From an optimization exercise on the open Yosys and OpenROAD flow, aimed at small area and a short achievable clock period; shortcuts taken in it are not production practice.

Setup of the previous run:
==> module hdr_merge, before the edit <==
module hdr_merge (
    input  wire        clk,
    input  wire        rst,         
    input  wire        in_valid,
    input  wire        depth,       
    input  wire [1:0]  nexp,        
    input  wire [11:0] code_l,
    input  wire        cg_l,
    input  wire [11:0] code_m,
    input  wire        cg_m,
    input  wire [11:0] code_s,
    input  wire        cg_s,
    input  wire [15:0] dark_l,      
    input  wire [15:0] dark_m,
    input  wire [15:0] dark_s,
    input  wire [31:0] ratio_m,     
    input  wire [31:0] ratio_s,     
    output reg         out_valid,
    output reg  [23:0] lin,
    output reg  [1:0]  lin_src      
);
    wire [18:0] x_l, x_m, x_s;
    hdr_diff u_diff_l (.depth(depth), .code(code_l), .cg(cg_l), .dark(dark_l), .x(x_l));
    hdr_diff u_diff_m (.depth(depth), .code(code_m), .cg(cg_m), .dark(dark_m), .x(x_m));
    hdr_diff u_diff_s (.depth(depth), .code(code_s), .cg(cg_s), .dark(dark_s), .x(x_s));
    wire hi_l = cg_l & ~x_l[18] & (x_l[17] | x_l[16] | (&x_l[15:13]));
    wire hi_m = cg_m & ~x_m[18] & (x_m[17] | x_m[16] | (&x_m[15:13]));
    wire use_l = (nexp[1] == 1'b0) | ~hi_l;
    wire use_m = ~use_l & (nexp == 2'd3) & ~hi_m;
    reg        r1_valid;
    reg [18:0] r1_x;
    reg        r1_cg;
    reg [31:0] r1_ratio;
    reg [1:0]  r1_src;
    always @(posedge clk) begin
        if (rst) r1_valid <= 1'b0;
        else     r1_valid <= in_valid;
        r1_x     <= use_l ? x_l  : use_m ? x_m  : x_s;
        r1_cg    <= use_l ? cg_l : use_m ? cg_m : cg_s;
        r1_ratio <= use_l ? 32'h0001_0000 : use_m ? ratio_m : ratio_s;
        r1_src   <= use_l ? 2'd0 : use_m ? 2'd1 : 2'd2;
    end
    wire [14:0] xq = r1_cg ? r1_x[15:1] : r1_x[18:4];
    wire [14:0] v  = r1_x[18] ? 15'd0 : (r1_cg & (|r1_x[17:16])) ? 15'h7FFF : xq;
    wire [23:0] ca, cb;
    wire        c16, z0, z1;
    hdr_csa u_csa (.v(v), .ratio(r1_ratio), .ca(ca), .cb(cb), .c16(c16), .z0(z0), .z1(z1));
    wire [23:0] p = ca ^ cb;
    wire [23:0] g = {ca[23:1] & cb[23:1], (ca[0] & cb[0]) | (p[0] & c16)};
    wire        c40;
    hdr_carry u_carry (.p(p), .g(g), .co(c40));
    wire        sat_d = ~(c40 ? z1 : z0);
    reg        r2_valid;
    reg [23:0] r2_p, r2_g;
    reg        r2_c, r2_sat;
    always @(posedge clk) begin
        if (rst) r2_valid <= 1'b0;
        else     r2_valid <= r1_valid;
        r2_p    <= p;
        r2_g    <= g;
        r2_c    <= c16;
        r2_sat  <= sat_d;
    end
    wire [23:0] cy;
    hdr_prefix u_prefix (.p(r2_p), .g(r2_g), .c(cy));
    wire [23:0] sum = r2_p ^ {cy[22:0], r2_c};
    always @(*) begin
        out_valid = r2_valid;
        lin       = r2_sat ? 24'hFFFFFF : sum;
    end
    always @(posedge clk) lin_src <= r1_src;
endmodule
==> module hdr_carry, before the edit <==
module hdr_carry (
    input  wire [23:0] p,
    input  wire [23:0] g,
    output wire        co
);
    wire [11:0] g1, p1;
    wire [5:0]  g2, p2;
    wire [2:0]  g3, p3;
    genvar i;
    generate
        for (i = 0; i < 12; i = i + 1) begin : l1
            assign g1[i] = g[2*i+1] | (p[2*i+1] & g[2*i]);
            assign p1[i] = p[2*i+1] & p[2*i];
        end
        for (i = 0; i < 6; i = i + 1) begin : l2
            assign g2[i] = g1[2*i+1] | (p1[2*i+1] & g1[2*i]);
            assign p2[i] = p1[2*i+1] & p1[2*i];
        end
        for (i = 0; i < 3; i = i + 1) begin : l3
            assign g3[i] = g2[2*i+1] | (p2[2*i+1] & g2[2*i]);
            assign p3[i] = p2[2*i+1] & p2[2*i];
        end
    endgenerate
    assign co = g3[2] | (p3[2] & (g3[1] | (p3[1] & g3[0])));
endmodule
clock: 13.0 ns
lec_check: 0
cap_margin: 20
core_margin: 2
core_utilization: 50
slew_margin: 20
standard.sh (not shown) runs the stock make flow with config.mk's settings and CLKGATE_MAP_FILE= SYNTH_SCRIPT=/design/flow/synth_recipe.tcl, a recipe that flattens the netlist after the stock synthesis.
==> flow/flow/run.sh <==
#!/bin/bash
set -euo pipefail
MARGIN=7
PORTBUF=sky130_fd_sc_hd__buf_1
POLFIX=1
R=orfs/results/$FLOW_PLATFORM/hdr_merge/base
LIB=$FLOW_HOME/platforms/$FLOW_PLATFORM/lib/sky130_fd_sc_hd__tt_025C_1v80.lib
KNOBS=("SETUP_SLACK_MARGIN=$MARGIN" "BUFFER_PORTS_ARGS=-buffer_cell $PORTBUF")

bash standard.sh synth "${KNOBS[@]}" > synth.log 2>&1
if [[ $POLFIX == 1 ]]; then
  cp $R/1_2_yosys.v 1_2_yosys_standard.v
  python3 flow/polfix.py 1_2_yosys_standard.v polfix.v "$LIB" > polfix.log 2>&1
  cp polfix.v $R/1_2_yosys.v
  rm -f $R/1_synth.odb
  bash standard.sh synth "${KNOBS[@]}" > synth_odb.log 2>&1
fi
bash standard.sh finish "${KNOBS[@]}" > finish.log 2>&1
Other scripts of this flow, unchanged in this note and not shown: flow/flow/polfix.py
The previous run has completed all stages; timing, DRC and antenna checks passed.
Modified inputs, the current run compared to the previous run
diff --git a/flow/design.v b/flow/design.v
--- a/flow/design.v
+++ b/flow/design.v
@@ -45,12 +45,13 @@
     wire [23:0] ca, cb;
     wire        c16, z0, z1;
     hdr_csa u_csa (.v(v), .ratio(r1_ratio), .ca(ca), .cb(cb), .c16(c16), .z0(z0), .z1(z1));
     wire [23:0] p = ca ^ cb;
     wire [23:0] g = {ca[23:1] & cb[23:1], (ca[0] & cb[0]) | (p[0] & c16)};
-    wire        c40;
-    hdr_carry u_carry (.p(p), .g(g), .co(c40));
+    wire        g24, p24;
+    hdr_carry u_carry (.p(p), .g({g[23:1], ca[0] & cb[0]}), .go(g24), .po(p24));
+    wire        c40 = g24 | (p24 & c16);
     wire        sat_d = ~(c40 ? z1 : z0);
     reg        r2_valid;
     reg [23:0] r2_p, r2_g;
     reg        r2_c, r2_sat;
     always @(posedge clk) begin
@@ -71,11 +72,12 @@
     always @(posedge clk) lin_src <= r1_src;
 endmodule
 module hdr_carry (
     input  wire [23:0] p,
     input  wire [23:0] g,
-    output wire        co
+    output wire        go,
+    output wire        po
 );
     wire [11:0] g1, p1;
     wire [5:0]  g2, p2;
     wire [2:0]  g3, p3;
     genvar i;
@@ -91,11 +93,12 @@
         for (i = 0; i < 3; i = i + 1) begin : l3
             assign g3[i] = g2[2*i+1] | (p2[2*i+1] & g2[2*i]);
             assign p3[i] = p2[2*i+1] & p2[2*i];
         end
     endgenerate
-    assign co = g3[2] | (p3[2] & (g3[1] | (p3[1] & g3[0])));
+    assign go = g3[2] | (p3[2] & (g3[1] | (p3[1] & g3[0])));
+    assign po = p3[2] & p3[1] & p3[0];
 endmodule
 module hdr_prefix (
     input  wire [23:0] p,
     input  wire [23:0] g,
     output wire [23:0] c
## What came out
The current run does worse than the previous run on area after synthesis. Count of inverters not on the clock network in the layout: the current run vs the previous run up 71. [diff] final area, the current run relative to the previous run: regression. Comparing the current run and the previous run, the higher global router's overall resource usage is on the current run.
Function was not checked in any run of this note: the RTL went through the layout flow alone.

## separate check: timing with driven ports
No port has a modelled driver above. Below, the same layouts with a new extraction and two added sets of constraints. Step 1: set_driving_cell puts a clkbuf_16 on clk and a buf_2 on each other input, an assumption about the parent block. Step 2 adds t to the input delays and takes it off the output delays; t is the mean of the earliest and latest rising clock arrival at the registers after step 1. Input paths then give back, and output paths get back, about the clock's delay inside the block. Three values: ideal ports, drivers, drivers and shift; two values: the first two.
| run | shift t [ns] | slack for setup (ns) | worst hold slack (ns) | pins driven straight from the clock port |
|---|---|---|---|---|
| the previous run | 0.438 | 6.712 / 6.712 / 6.631 | 0.329 / 0.329 / 0.329 | 1 |
| the current run | 0.424 | 6.916 / 6.916 / 6.577 | 0.332 / 0.332 / 0.332 | 1 |
After both steps setup and hold are still met in every run listed. The setup slack of the current run, which loses most, moves by 0.000 ns with the drivers and by -0.339 ns with both steps.
